Source: an optimization exercise on an open RTL-to-GDS flow (aim: small area). Production flows keep margins and buffers that such runs may drop. The RTL was checked by simulation tests, not by an equivalence proof against the original design. No activity file was given, so power comes from the tool's default toggle rates.

## ce_alu
module ce_alu (
    input  wire        clk,
    input  wire        rst,         
    input  wire        in_valid,
    output wire        in_ready,
    input  wire [7:0]  op,
    input  wire [1:0]  sz,          
    input  wire [31:0] a,           
    input  wire [31:0] b,           
    input  wire [31:0] c,           
    input  wire [4:0]  flags_in,    
    output reg         out_valid,
    output wire [31:0] result,
    output reg  [4:0]  flags_out,
    output reg         wr_d,
    output reg  [1:0]  exc          
);
    localparam FC = 0, FV = 1, FZ = 2, FN = 3, FT = 4;
    localparam [4:0] S_IDLE  = 5'd0,  S_ARITH = 5'd1,  
                     S_LOOP  = 5'd3,  S_SHIFT = 5'd4,  S_ROTB  = 5'd5,
                     S_FFSC  = 5'd7,  S_BSW   = 5'd8,
                     S_CRC   = 5'd9,  S_MULT  = 5'd10, S_CORR1 = 5'd11,
                     S_CORR2 = 5'd12, S_DIVZ  = 5'd13, S_DSTEP = 5'd14,
                     S_DCORR = 5'd15, S_FLAGS = 5'd16, S_WLDR = 5'd17,
                     S_WLDN  = 5'd18, S_RDQ   = 5'd19,
                     S_LDB   = 5'd2,  S_SUB   = 5'd6,  S_NEG   = 5'd20;
    reg [4:0]  state;
    reg [31:0] R;           
    reg [31:0] W;           
    reg [4:0]  cnt;
    reg        seen;        
    assign result = R;
    wire s8  = (sz == 2'd0);
    wire s16 = (sz == 2'd1);
    wire s32 = sz[1];
    wire l1  = sz[1] | sz[0];              
    wire l2  = sz[1];                      
    wire [4:0] modmask = {sz[1], sz[1] | sz[0], 3'b111};
    wire [3:0] lo = op[3:0];
    wire g1 = (op[7:4] == 4'h1);
    wire g2 = (op[7:4] == 4'h2);
    wire g3 = (op[7:4] == 4'h3);
  ...
Size: ~830 cells after synthesis, ~160 I/O pins, about 6700 µm² of cells after synthesis.
export LEC_CHECK = 0
export CAP_MARGIN = 5
export CORE_MARGIN = 2
export CORE_UTILIZATION = 35
export GPL_TIMING_DRIVEN = 0
export SLEW_MARGIN = 5
create_clock -name core_clock -period 10.0 [get_ports {clk}]
standard.sh (not shown) runs the stock make flow with config.mk's settings and CLKGATE_MAP_FILE= SYNTH_SCRIPT=/design/flow/synth_recipe.tcl, a recipe that flattens the netlist after the stock synthesis.
==> flow/flow/run.sh <==
#!/bin/bash
# Layout flow: the standard ORFS layout (standard.sh's make targets and
# settings), with two changes that only affect cell area:
#  1. synthesis maps the logic with an area-oriented ABC script
#     (flow/abc_area.script) instead of ORFS's delay-oriented one; everything
#     else in synthesis (front end, flop mapping, flattening, renaming) is
#     ORFS's and the standard flow's synthesis unchanged, so the registers keep the
#     standard synthesis's names and cell types;
#  2. the port buffers that placement inserts on every input and output are
#     sky130_fd_sc_hd__buf_1 instead of the resizer's default pick;
#  3. clock tree synthesis builds the tree from sky130_fd_sc_hd__clkbuf_8
#     and adds no dummy loads.
# Each tool's output goes to a log file of its own in this folder.
set -euo pipefail
W=$(pwd)
ABC_SCRIPT=${ABC_SCRIPT_FILE:-$W/flow/abc_area.script}
PORT_BUF=${PORT_BUF_CELL:-sky130_fd_sc_hd__buf_1}

# ORFS's synth.tcl with only the ABC script replaced
sed "s#^source \$::env(SCRIPTS_DIR)/synth_preamble.tcl\$#source \$::env(SCRIPTS_DIR)/synth_preamble.tcl\nset abc_args [lreplace \$abc_args 1 1 $ABC_SCRIPT]#" \
    "$FLOW_HOME/scripts/synth.tcl" > "$W/synth_area_core.tcl"
grep -q "lreplace" "$W/synth_area_core.tcl"
# The standard flow's synthesis wrapper, sourcing the copy above
sed "s#\$::env(SCRIPTS_DIR)/synth.tcl#$W/synth_area_core.tcl#" synth_recipe.tcl > "$W/synth_area.tcl"
grep -q "synth_area_core" "$W/synth_area.tcl"
# The standard flow's config plus the port buffer choice
cp config.mk "$W/config_area.mk"
echo "export BUFFER_PORTS_ARGS = -buffer_cell $PORT_BUF" >> "$W/config_area.mk"
echo "export CTS_ARGS = -sink_clustering_enable -repair_clock_nets -buf_list ${CTS_BUF:-sky130_fd_sc_hd__clkbuf_8} -dont_use_dummy_load" >> "$W/config_area.mk"
# standard.sh with that synthesis script and config
sed -e "s#SYNTH_SCRIPT=[^ ]*#SYNTH_SCRIPT=$W/synth_area.tcl#" \
    -e "s#DESIGN_CONFIG=[^ ]*#DESIGN_CONFIG=$W/config_area.mk#" standard.sh > "$W/standard_area.sh"
grep -q "config_area.mk" "$W/standard_area.sh"

bash "$W/standard_area.sh" synth > "$W/synth.log" 2>&1
bash "$W/standard_area.sh" > "$W/layout.log" 2>&1
test -f out/final.def
==> flow/flow/abc_area.script <==
strash
&get -n
&fraig -x
&put
scorr
dc2
dretime
strash
&get -n
&dch -f
&nf
&put
topo
stime -c
upsize -c
dnsize -c
Change:
--- a/flow/design.v
+++ b/flow/design.v
@@ -10,28 +10,28 @@
     input  wire [31:0] c,           
     input  wire [4:0]  flags_in,    
     output reg         out_valid,
     output wire [31:0] result,
     output reg  [4:0]  flags_out,
     output reg         wr_d,
     output reg  [1:0]  exc          
 );
     localparam FC = 0, FV = 1, FZ = 2, FN = 3, FT = 4;
     localparam [4:0] S_IDLE  = 5'd0,  S_ARITH = 5'd1,  
                      S_LOOP  = 5'd3,  S_SHIFT = 5'd4,  S_ROTB  = 5'd5,
-                     S_FFSC  = 5'd7,  S_BSW   = 5'd8,
+                     S_FFSZ  = 5'd6,  S_FFSC  = 5'd7,  S_BSW   = 5'd8,
                      S_CRC   = 5'd9,  S_MULT  = 5'd10, S_CORR1 = 5'd11,
                      S_CORR2 = 5'd12, S_DIVZ  = 5'd13, S_DSTEP = 5'd14,
                      S_DCORR = 5'd15, S_FLAGS = 5'd16, S_WLDR = 5'd17,
-                     S_WLDN  = 5'd18, S_RDQ   = 5'd19,
-                     S_LDB   = 5'd2,  S_SUB   = 5'd6,  S_NEG   = 5'd20;
+                     S_WLDN  = 5'd18, S_RDQ   = 5'd19, S_ARITH2 = 5'd20,
+                     S_LDB   = 5'd2;
     reg [4:0]  state;
     reg [31:0] R;           
     reg [31:0] W;           
     reg [4:0]  cnt;
     reg        seen;        
     assign result = R;
     wire s8  = (sz == 2'd0);
     wire s16 = (sz == 2'd1);
     wire s32 = sz[1];
     wire l1  = sz[1] | sz[0];              
     wire l2  = sz[1];                      
@@ -197,56 +197,59 @@
                 seen_n  = 1'b0;
                 F_n     = flags_in;
                 if (legal & (is_add | is_sub | is_neg | is_mul | is_mulh | is_logic |
                     is_not | is_tst | is_shift)) begin
                     F_n[FC] = 1'b0;
                     F_n[FV] = 1'b0;
                 end
                 xhi = 2'd0; xlo = 2'd0; ysa = 1'b1;
                 if (!legal | is_tst)
                     nstate = S_FLAGS;
                 else if (is_add | is_sub | is_neg)
-                    nstate = is_add ? S_ARITH : is_sub ? S_SUB : S_NEG;
+                    nstate = S_ARITH;
                 else if (is_not)
-                    nstate = S_LOOP;     
+                    nstate = S_ARITH2;
                 else if (is_shift | is_btst)
                     nstate = is_shift ? S_SHIFT : S_ROTB;
                 else if (is_ffs)
-                    nstate = S_WLDR;
+                    nstate = S_FFSZ;
                 else if (is_bsw)
                     nstate = s8 ? S_FLAGS : S_BSW;
                 else
                     nstate = S_LDB;      
             end
             S_LDB: begin
                 xhi = 2'd0; xlo = 2'd0;
                 ysb = ~is_bsf; ysc = is_bsf;
                 cnt_clr = 1'b1;
                 nstate = is_bsf ? S_ROTB : (is_logic | is_crc | is_mulh) ? S_WLDR :
                          is_mul ? S_WLDN : S_DIVZ;
             end
-            S_ARITH, S_SUB, S_NEG: begin
-                if (state == S_NEG) begin
+            S_ARITH: begin
+                if (is_neg) begin
                     xhi = 2'd0; xlo = 2'd0; ysa = 1'b1;
                 end else begin
                     ysb = 1'b1;
                 end
-                yinv = (state != S_ARITH); yfv = yinv;
-                ycin = (state == S_NEG) ? 1'b1 :
-                       (state == S_SUB) ? ~(op[0] & flags_in[FC]) :
-                                          (op[0] & flags_in[FC]);
+                yinv = ~is_add; yfv = ~is_add;
+                ycin = is_neg | (is_sub & ~is_subc) | (is_subc & ~flags_in[FC]) |
+                       (is_addc & flags_in[FC]);
                 F_n[FC] = c_n;
                 F_n[FV] = v_n;
                 cnt_clr = 1'b1;
                 nstate = S_LOOP;           
             end
+            S_ARITH2: begin
+                cnt_clr = 1'b1;
+                nstate = S_LOOP;
+            end
             S_WLDR: begin
                 wq = R[0];
                 if (cnt == 5'd31) begin
                     cnt_clr = 1'b1;
                     if (is_mulh) begin
                         rsel = 2'd0; nstate = S_MULT;
                     end else if (is_ffs) begin
                         rsel = 2'd0; nstate = S_FFSC;
                     end else begin
                         xhi = 2'd0; xlo = 2'd0;
                         ysa = 1'b1; ynomask = is_crc;
@@ -286,25 +289,29 @@
                     rsel = 2'd2; rins_en = 1'b1;
                     rins = is_sar ? r_top : is_ror ? R[0] : 1'b0;
                     F_n[FC] = R[0];
                 end
             end
             S_ROTB: begin
                 rsel = 2'd2; rins_en = 1'b1;
                 rins = eqk ? bmod : R[0];
                 if (eqk) F_n[FT] = R[0];
                 if (lastn) nstate = S_FLAGS;
             end
+            S_FFSZ: begin
+                F_n[FZ] = zR;
+                cnt_clr = 1'b1;
+                nstate = S_WLDR;
+            end
             S_FFSC: begin
-                F_n[FZ] = (R[5:0] == {s32, s16, s8, 3'b000});
-                if (W[31] | F_n[FZ])
+                if (W[31] | (R[5:0] == {s32, s16, s8, 3'b000}))
                     nstate = S_FLAGS;
                 else
                     ycin = 1'b1;
             end
             S_BSW: begin
                 if (s32 && cnt >= 5'd8 && cnt < 5'd24) begin
                     xhi = 2'd2; xlo = 2'd2; d = R[31];
                 end else begin
                     xhi = 2'd1; xlo = 2'd2; d = R[15];
                 end
                 if ((s16 && cnt == 5'd7) || cnt == 5'd31) nstate = S_FLAGS;
=> The new run completed without violations; synthesized cell count is higher by 1.3%; wire length increases by 0.98%; sequential share of layout area is lower by 0.20 points; sequential power came out higher by about 1%; global-route usage came out higher by 0.30 points; area after synthesis came out higher by about 0.8%; fmax came out lower by about 3.2%; cell count went up by 2.9%; count of clock-buffer cells in the layout stays the same.

-- afterwards: timing with drivers on the ports --
In the flow no input, the clock included, has a driving cell. The finished layouts below were timed again as built, in two steps. Step 1, drivers: a clkbuf_16 drives clk and a buf_2 each remaining input, both assumed. Step 2 adds t to the input delays and takes it off the output delays; t is the mean of the earliest and latest rising clock arrival at the registers after step 1. Input paths then give back, and output paths get back, about the clock's delay inside the block. Three values: ideal, step 1, step 2; two values: the first two.
run | t (ns) | setup slack, ns | worst setup path after step 2 | slew at the worst register clock pin (ns)
the first run | 0.413 | 0.567 / 0.582 / 0.169 | input to register | 0.10 / 0.10
the second run | 0.410 | 0.250 / 0.270 / -0.140 | input to register | 0.09 / 0.09
Met with ideal ports but missed after step 2: setup timing in the second run. The setup slack of the first run, which loses most, moves by +0.015 ns with the drivers and by -0.398 ns with both steps.
